What follows belongs to an exercise in optimizing a design on an open flow for small area, a short achievable clock period and few clock cycles; a production flow would make more cautious choices. Function was checked by simulation only, so behaviour that the tests miss may differ from the original.

===== flow/constraint.sdc =====
create_clock -name core_clock -period 25.0 [get_ports {clk}]
set_input_delay 5.0000 -clock core_clock [delete_from_list [all_inputs] [get_ports {clk}]]
set_output_delay 5.0000 -clock core_clock [all_outputs]
set_load 0.01 [all_outputs]

===== flow/config.mk =====
export PLATFORM = sky130hd
export DESIGN_NAME = tiller_width
export DESIGN_NICKNAME = tiller_width
export VERILOG_FILES = /design/flow/design.v
export SDC_FILE = /design/flow/constraint.sdc
export NUM_CORES = 4
export LEC_CHECK = 0
export CAP_MARGIN = 20
export CORE_MARGIN = 2
export CORE_UTILIZATION = 30
export SLEW_MARGIN = 20

===== flow/design.v =====
module tiller_div #(
    parameter DW = 32,    
    parameter VW = 16     
) (
    input  wire          clk,
    input  wire          rst,
    input  wire          start,
    input  wire [DW-1:0] dividend,
    input  wire [VW-1:0] divisor,
    output reg           done,
    output reg  [DW-1:0] quo,
    output reg  [VW-1:0] rem
);
    localparam CW = $clog2(DW + 1);
    reg          busy;
    reg [CW-1:0] count;
    reg [VW-1:0] dv;
    wire [VW:0] trial = {rem, quo[DW-1]};
    wire        fits  = trial >= {1'b0, dv};
    wire [VW:0] diff  = trial - {1'b0, dv};
    always @(posedge clk) begin
        if (rst) begin
            busy  <= 1'b0;
            done  <= 1'b0;
            count <= {CW{1'b0}};
        end else begin
            done <= 1'b0;
            if (start) begin
                busy  <= 1'b1;
                count <= DW[CW-1:0];
                quo   <= dividend;
                rem   <= {VW{1'b0}};
                dv    <= divisor;
            end else if (busy) begin
                rem   <= fits ? diff[VW-1:0] : trial[VW-1:0];
                quo   <= {quo[DW-2:0], fits};
                count <= count - 1'b1;
                if (count == 1) begin
                    busy <= 1'b0;
                    done <= 1'b1;
                end
            end
        end
    end
endmodule
module tiller_width (
    input  wire         clk,
    input  wire         rst,           
    input  wire         in_valid,
    output wire         in_ready,
    input  wire [11:0]  n,             
    input  wire [15:0]  s,             
    input  wire [15:0]  h,             
    input  wire [47:0]  du_energy,     
    input  wire [159:0] cal_gain,      
    input  wire [79:0]  cal_w0,        
    input  wire [79:0]  t_set,         
    input  wire [15:0]  temp,          
    input  wire [15:0]  volt,          
    input  wire [15:0]  vbase,         
    input  wire [7:0]   vstep,         
    input  wire [11:0]  ceiling,       
    input  wire [15:0]  p_pred,        
    input  wire [7:0]   delay,         
    input  wire         tab_we,
    input  wire [5:0]   tab_addr,
    input  wire [15:0]  tab_data,      
    output reg          out_valid,
    output reg  [11:0]  out_code,
    output reg          out_fail,
    output reg  [63:0]  out_energy
);
    localparam S_IDLE   = 3'd0,
               S_PREP   = 3'd1,
               S_DIV1   = 3'd2,
               S_INTERP = 3'd3,
               S_GAINV  = 3'd4,
               S_CHECK  = 3'd5,
               S_DIVW   = 3'd6,
               S_FINAL  = 3'd7;
    reg [2:0] state;
    reg [15:0] mtab [0:63];
    always @(posedge clk) begin
        if (tab_we)
            mtab[tab_addr] <= tab_data;
    end
    reg [11:0]  r_n;
    reg [15:0]  r_s, r_h;
    reg [47:0]  r_e;
    reg [159:0] r_gain;
    reg [79:0]  r_w0;
    reg [79:0]  r_tset;
    reg [15:0]  r_temp, r_volt, r_vbase;
    reg [7:0]   r_vstep;
    reg [11:0]  r_ceil;
    reg [15:0]  r_ppred;
    reg [7:0]   r_delay;
    reg [63:0]  e_t;         
    reg [1:0]   seg;         
    reg         clamp_lo, clamp_hi;
    reg [5:0]   vidx;        
    reg [31:0]  g_work;      
    reg [19:0]  w_work;      
    reg [31:0]  g_v;         
    assign in_ready = (state == S_IDLE);
    wire [91:0] e_prod  = r_n * r_s * r_h * r_e;
    wire [92:0] e_round = {1'b0, e_prod} + 93'd268435456;
    wire [63:0] e_next  = e_round[92:29];
    wire signed [15:0] ts0 = r_tset[15:0];
    wire signed [15:0] ts1 = r_tset[31:16];
    wire signed [15:0] ts2 = r_tset[47:32];
    wire signed [15:0] ts3 = r_tset[63:48];
    wire signed [15:0] ts4 = r_tset[79:64];
    wire signed [15:0] tt  = r_temp;
    wire        lo_next = (tt <= ts0);
    wire        hi_next = (tt >= ts4);
    wire [1:0]  seg_next = (ts3 <= tt) ? 2'd3 :
                           (ts2 <= tt) ? 2'd2 :
                           (ts1 <= tt) ? 2'd1 : 2'd0;
    reg signed [15:0] ts_lo, ts_hi;
    always @(*) begin
        case (seg_next)
            2'd0: begin ts_lo = ts0; ts_hi = ts1; end
            2'd1: begin ts_lo = ts1; ts_hi = ts2; end
            2'd2: begin ts_lo = ts2; ts_hi = ts3; end
            default: begin ts_lo = ts3; ts_hi = ts4; end
        endcase
    end
    wire [16:0] f_num = {1'b0, tt} - {1'b0, ts_lo};       
    wire [16:0] f_den = {ts_hi[15], ts_hi} - {ts_lo[15], ts_lo};
    wire        v_above = (r_volt > r_vbase);
    wire [15:0] v_off   = r_volt - r_vbase;
    wire [7:0]  v_step  = (r_vstep == 8'd0) ? 8'd1 : r_vstep;
    reg         div1_start;
    wire        divf_done, divv_done;
    wire [31:0] divf_q;
    wire [15:0] divv_q;
    wire [16:0] divf_r;
    wire [7:0]  divv_r;
    reg         divf_seen, divv_seen;
    tiller_div #(.DW(32), .VW(17)) u_divf (
        .clk(clk), .rst(rst), .start(div1_start),
        .dividend({f_num[15:0], 16'd0}), .divisor(f_den),
        .done(divf_done), .quo(divf_q), .rem(divf_r)
    );
    tiller_div #(.DW(16), .VW(8)) u_divv (
        .clk(clk), .rst(rst), .start(div1_start),
        .dividend(v_off), .divisor(v_step),
        .done(divv_done), .quo(divv_q), .rem(divv_r)
    );
    reg         divw_start;
    wire        divw_done;
    wire [75:0] divw_q;
    wire [31:0] divw_r;
    tiller_div #(.DW(76), .VW(32)) u_divw (
        .clk(clk), .rst(rst), .start(divw_start),
        .dividend({e_t, 12'd0}), .divisor(g_v),
        .done(divw_done), .quo(divw_q), .rem(divw_r)
    );
    reg [31:0] g_a, g_b;
    reg [15:0] w_a, w_b;
    always @(*) begin
        case (seg)
            2'd0: begin g_a = r_gain[31:0];    g_b = r_gain[63:32];   w_a = r_w0[15:0];  w_b = r_w0[31:16]; end
            2'd1: begin g_a = r_gain[63:32];   g_b = r_gain[95:64];   w_a = r_w0[31:16]; w_b = r_w0[47:32]; end
            2'd2: begin g_a = r_gain[95:64];   g_b = r_gain[127:96];  w_a = r_w0[47:32]; w_b = r_w0[63:48]; end
            default: begin g_a = r_gain[127:96]; g_b = r_gain[159:128]; w_a = r_w0[63:48]; w_b = r_w0[79:64]; end
        endcase
    end
    wire signed [16:0] f_s   = {1'b0, divf_q[15:0]};
    wire signed [32:0] g_dif = $signed({1'b0, g_b}) - $signed({1'b0, g_a});
    wire signed [49:0] g_mul = g_dif * f_s;
    wire signed [49:0] g_adj = (g_mul + 50'sd32768) >>> 16;
    wire [31:0]        g_int = g_a + g_adj[31:0];
    wire signed [20:0] w_dif = $signed({1'b0, w_b, 4'd0}) - $signed({1'b0, w_a, 4'd0});
    wire signed [37:0] w_mul = w_dif * f_s;
    wire signed [37:0] w_adj = (w_mul + 38'sd32768) >>> 16;
    wire [19:0]        w_int = {w_a, 4'd0} + w_adj[19:0];
    wire [15:0] m_sel  = mtab[vidx];
    wire [47:0] gv_mul = g_work * m_sel;
    wire [47:0] gv_rnd = gv_mul + 48'd8192;
    wire [33:0] gv_x   = gv_rnd[47:14];
    wire [31:0] gv_sat = (gv_x > 34'h0FFFFFFFF) ? 32'hFFFFFFFF : gv_x[31:0];
    wire [76:0] wf      = {57'd0, w_work} + {1'b0, divw_q};
    wire [76:0] wf_rnd  = wf + 77'd128;
    wire [68:0] code_u  = wf_rnd[76:8];
    wire [15:0] per     = (r_ppred < 16'd5000) ? 16'd5000 : r_ppred;
    wire [15:0] lim_per = per - 16'd500 - {8'd0, r_delay};
    wire [15:0] lim_a   = (r_ceil < 12'd4095) ? {4'd0, r_ceil} : 16'd4095;
    wire [15:0] limit   = (lim_per < lim_a) ? lim_per : lim_a;
    wire        too_big = (code_u > {53'd0, limit});
    always @(posedge clk) begin
        if (rst) begin
            state      <= S_IDLE;
            out_valid  <= 1'b0;
            div1_start <= 1'b0;
            divw_start <= 1'b0;
            divf_seen  <= 1'b0;
            divv_seen  <= 1'b0;
        end else begin
            out_valid  <= 1'b0;
            div1_start <= 1'b0;
            divw_start <= 1'b0;
            case (state)
                S_IDLE: begin
                    if (in_valid) begin
                        r_n     <= n;
                        r_s     <= s;
                        r_h     <= h;
                        r_e     <= du_energy;
                        r_gain  <= cal_gain;
                        r_w0    <= cal_w0;
                        r_tset  <= t_set;
                        r_temp  <= temp;
                        r_volt  <= volt;
                        r_vbase <= vbase;
                        r_vstep <= vstep;
                        r_ceil  <= ceiling;
                        r_ppred <= p_pred;
                        r_delay <= delay;
                        state   <= S_PREP;
                    end
                end
                S_PREP: begin
                    e_t        <= e_next;
                    clamp_lo   <= lo_next;
                    clamp_hi   <= hi_next;
                    seg        <= seg_next;
                    div1_start <= 1'b1;
                    divf_seen  <= 1'b0;
                    divv_seen  <= 1'b0;
                    state      <= S_DIV1;
                end
                S_DIV1: begin
                    if (divf_done) divf_seen <= 1'b1;
                    if (divv_done) divv_seen <= 1'b1;
                    if ((divf_done || divf_seen) && (divv_done || divv_seen)) begin
                        if (!v_above)
                            vidx <= 6'd0;
                        else if (divv_q > 16'd63)
                            vidx <= 6'd63;
                        else
                            vidx <= divv_q[5:0];
                        state <= S_INTERP;
                    end
                end
                S_INTERP: begin
                    if (clamp_lo) begin
                        g_work <= r_gain[31:0];
                        w_work <= {r_w0[15:0], 4'd0};
                    end else if (clamp_hi) begin
                        g_work <= r_gain[159:128];
                        w_work <= {r_w0[79:64], 4'd0};
                    end else begin
                        g_work <= g_int;
                        w_work <= w_int;
                    end
                    state <= S_GAINV;
                end
                S_GAINV: begin
                    g_v   <= gv_sat;
                    state <= S_CHECK;
                end
                S_CHECK: begin
                    if (e_t == 64'd0) begin
                        out_valid  <= 1'b1;
                        out_code   <= 12'd0;
                        out_fail   <= 1'b0;
                        out_energy <= e_t;
                        state      <= S_IDLE;
                    end else if (g_v == 32'd0) begin
                        out_valid  <= 1'b1;
                        out_code   <= 12'd0;
                        out_fail   <= 1'b1;
                        out_energy <= e_t;
                        state      <= S_IDLE;
                    end else begin
                        divw_start <= 1'b1;
                        state      <= S_DIVW;
                    end
                end
                S_DIVW: begin
                    if (divw_done)
                        state <= S_FINAL;
                end
                S_FINAL: begin
                    out_valid  <= 1'b1;
                    out_code   <= too_big ? 12'd0 : code_u[11:0];
                    out_fail   <= too_big;
                    out_energy <= e_t;
                    state      <= S_IDLE;
                end
                default: state <= S_IDLE;
            endcase
        end
    end
endmodule

===== flow/run.sh =====
#!/bin/bash
# synth_recipe.tcl (not shown) runs the flow's synth.tcl, then flattens the netlist and writes it again
# the make line also repeats each setting of config.mk as NAME=value (left out here)
make -C /OpenROAD-flow-scripts/flow DESIGN_CONFIG=/design/flow/config.mk WORK_HOME=/design/flow/orfs CLKGATE_MAP_FILE= SYNTH_SCRIPT=/design/flow/synth_recipe.tcl finish

==> impl_results.md <==
- Die Area: roughly 740000 µm²
- Die Width: ~860 µm
- Worst-path clk slew: 0.06 ns
- Routability cong.: ~0.9
- Fin nets: between 20000 and 30000
- Rel. slew slack: 0.181
- CTS Buf Count: between 200 and 250
- Skew-Pair Late Insertion Delay: 0.99 ns
- Area contributors post-synth: fa_1 33%, edfxtp_1 27%, ha_1 7.8%
- Ys Warns: 4
- Vias in the first global route: 158000
- Synthesized instance count: 20100
- CP top delay family: adder cells
- Crit path top cell by count: fa_1
- Setup crit start kind: flop
- Initial antenna violation count: between 40 and 50
- GRT Residual Overflow: 0
- Minimum clock period: between 20 and 25 ns
- Number of gates resized after CTS: 0
- Commonest cells post-synth: 3927 x inv_1, 3616 x fa_1, 2865 x nand2_1
- CTS tree: done
- CP Data Required Time: 25.68 ns
- Fin. Hold Viols: 0
- Actual slew at the worst max-slew pin: ~1.2 ns
- DRT iter0 DRCs: ~11000
- Hpwl dp: roughly 480000 µm
- Seq cells post-synth: 2039
- Final setup fails: 0
- Most frequent cell after synthesis: inv_1
- GRT Total Usage: 0.176
- Unrepaired setup endpoints after global routing: false
- First-pass GRT wire length: 993000 µm
- Routed Wire Length: approximately 650000 µm
- Mapped Area: ~220000 µm²
- CP Capture Type: flop
- Sequential share of the synthesized area: 0.276
- Clock Sinks: just over 2000
- Design Area, Final: 246000 µm²
- Critical path fanouts, max: 16
- Synth top area share: 0.329
- WP data arrival: approximately 23 ns
- Avg Vias per Cell: just under 5
- Top_reg_cell synth: edfxtp_1
- Largest net degree at the start of global routing: around 140
- Number of enable flip-flop cells after synthesis: 2001
- Count of pins over their slew limit: 0
- TritonRoute pass-1 iters: 6
- Clock skew: 0.0979 ns
- Site row count: 314
- Non-filler cells, final: just over 30000
- Layout cells sized above 1: 0.0689
- # DRC: 0
- Average wire per standard cell: ~21 µm
- Root Driver: clkbuf_16
- Bufs and invs on worst path: 8
- Netlist cell types: 87
- Inst Count DP: roughly 30000
- Largest stage delay, worst path: 0.97 ns
- Post CTS Setup Buffer Count: 0
- Max cap viols: 0
- Max H-tree Level: 4
- DR vias: ~150k
- TNS Setup: 0 ns
- Crit share post-route: 0.890
- Slowest-stage cell, CP: a2111oi_1
- PortBufs: 608
- Area Overhead vs Synth: 11.8%
- I/O pin cnt: a little over 600
- Ys async rst share: 0
- Initial core utilization: 0.301
- Leading area contributor after synthesis: fa_1
- Worst Path Class, Setup: flop to flop
- Max clock buf depth: 4
- Core box area: 731000 µm²
- Syn avg cell area: roughly 11 µm²
- Placed cell area: 238000 µm²
- Worst Hold Class: flop to flop
- Hold bufs inserted after CTS: 0
- Die Y: between 800 and 900 µm
- DRT antenna net count: 0
- # fillers: around 73000
- Max Fclk: roughly 45 MHz
- Status: finished clean
==> cell families (layout without fill, tap and decap cells) <==
| kind of cell | Yosys count | in the layout | share of synthesized area |
|---|---|---|---|
| simple gates | 5683 | 5683 | 0.122 |
| fa+ha+maj | 4996 | 4996 | 0.407 |
| buf+inv | 4955 | 5358 | 0.0846 |
| flops | 2039 | 2039 | 0.276 |
| compound gates | 1371 | 1371 | 0.0407 |
| mux | 655 | 655 | 0.0534 |
| xor+xnor | 385 | 385 | 0.0153 |
| other cells | 1 | 32 | 0.0000170 |
==> flip-flops by register name (all words and copies together), names as in the netlist, 48 cells and up, named ones only <==
signal,count
u_divw.quo,76
e_t,64
mtab,1024
r_gain,160
r_e,48
out_energy,64
r_w0,80
r_tset,80
==> layout make-up <==
class / count / area [µm²] / area share
clock buffers: 264 / 5920 / 0.0241
diodes: 28 / 70.1 / 0.000285
multi-input cells: 13100 / 141000 / 0.575
repair buffers: 999 / 9150 / 0.0372
flip-flops and latches: 2039 / 60900 / 0.247
clock inverters: 167 / 1710 / 0.00696
well taps: 9796 / 12300 / 0.0498
inverters: 3928 / 14700 / 0.0599
==> through the flow <==
step	utilization	worst slack, ns	hold slack (ns)
floorplan	-	6.13	0.419
global placement	0.326	3.16	0.440
detailed placement	0.326	3.15	0.441
CTS	0.336	3.12	0.453
global route	0.337	1.86	0.463
finish	0.337	2.76	0.453
==> worst register-to-register path, delay by kind of cell, from the launching register on <==
kind	cells	cell delay, ns
AND/OR/NAND/NOR	10	2.30
XOR/XNOR	2	0.29
adder cells (fa/ha/maj)	23	10.88
AO/OA/AOI/OAI	17	6.91
buffers and inverters	8	0.91
flip-flops	1	0.71
==> worst paths after layout <==
check	end	from	slack, ns	cells past startpoint
setup / recovery	e_t[58]$_DFFE_PP_	r_n[3]$_DFFE_PP_	2.76	60
hold / removal	u_divw.dv[30]$_DFFE_PP_	g_v[30]$_SDFFCE_PN1P_	0.45	0
setup reg to reg	e_t[58]$_DFFE_PP_	r_n[3]$_DFFE_PP_	2.76	60
hold reg to reg	u_divw.dv[30]$_DFFE_PP_	g_v[30]$_SDFFCE_PN1P_	0.45	0
==> cell usage in the layout, fill, tap and decap left out, drive strengths merged, types with 50 or more instances in the layout <==
| master | count |
|---|---|
| and2 | 1349 |
| mux2 | 106 |
| ha | 1380 |
| xnor2 | 260 |
| mux4 | 406 |
| o21ai | 277 |
| a21boi | 50 |
| a21oi | 352 |
| nand3 | 182 |
| clkinv | 109 |
| clkbuf | 264 |
| nand2 | 2865 |
| and3 | 105 |
| o21a | 110 |
| a21o | 179 |
| inv | 3949 |
| edfxtp | 2001 |
| buf | 408 |
| nor3 | 126 |
| nor4 | 55 |
| nand2b | 123 |
| nor2 | 476 |
| nor2b | 203 |
| mux2i | 143 |
| nand4 | 77 |
| o211ai | 56 |
| a211oi | 51 |
| fa | 3616 |
| xor2 | 125 |
| clkdlybuf4s50 | 591 |
==> layer usage <==
metal / vias to the layer above / global-route usage / wire [µm]
li1: 63800 / - / -
met1: 76500 / 0.223 / 258000
met2: 5201 / 0.296 / 313000
met3: 1184 / 0.0352 / 50200
met4: 16 / 0.0702 / 30200
met5: - / 0 / 103
Testbench counts, summed over its fixed seeds: cycles 253,820.

## afterwards: timing with drivers on the ports
No port has a modelled driver above. Below, the same layout with a new extraction and two added sets of constraints. Step 1 (the two cells are an assumption about what drives the block):
set clk [get_ports {clk}]
set_driving_cell -lib_cell sky130_fd_sc_hd__clkbuf_16 $clk
set_driving_cell -lib_cell sky130_fd_sc_hd__buf_2 [delete_from_list [all_inputs] $clk]
Step 2 adds t to the input delays and takes it off the output delays; t is the mean of the earliest and latest rising clock arrival at the registers after step 1. Input paths then give back, and output paths get back, about the clock's delay inside the block. Three values: ideal ports, drivers, drivers and shift; two values: the first two.
shift t [ns]: 1.070
slack for setup (ns): 2.756 / 2.756 / 2.756
hold slack, ns: 0.453 / 0.453 / 0.453
worst setup path at the end: register to register
latest minus earliest clock arrival (ns): 0.109 / 0.109
After both steps setup and hold are still met in this run. The setup slack of this run moves by 0.000 ns with the drivers and by 0.000 ns with both steps.
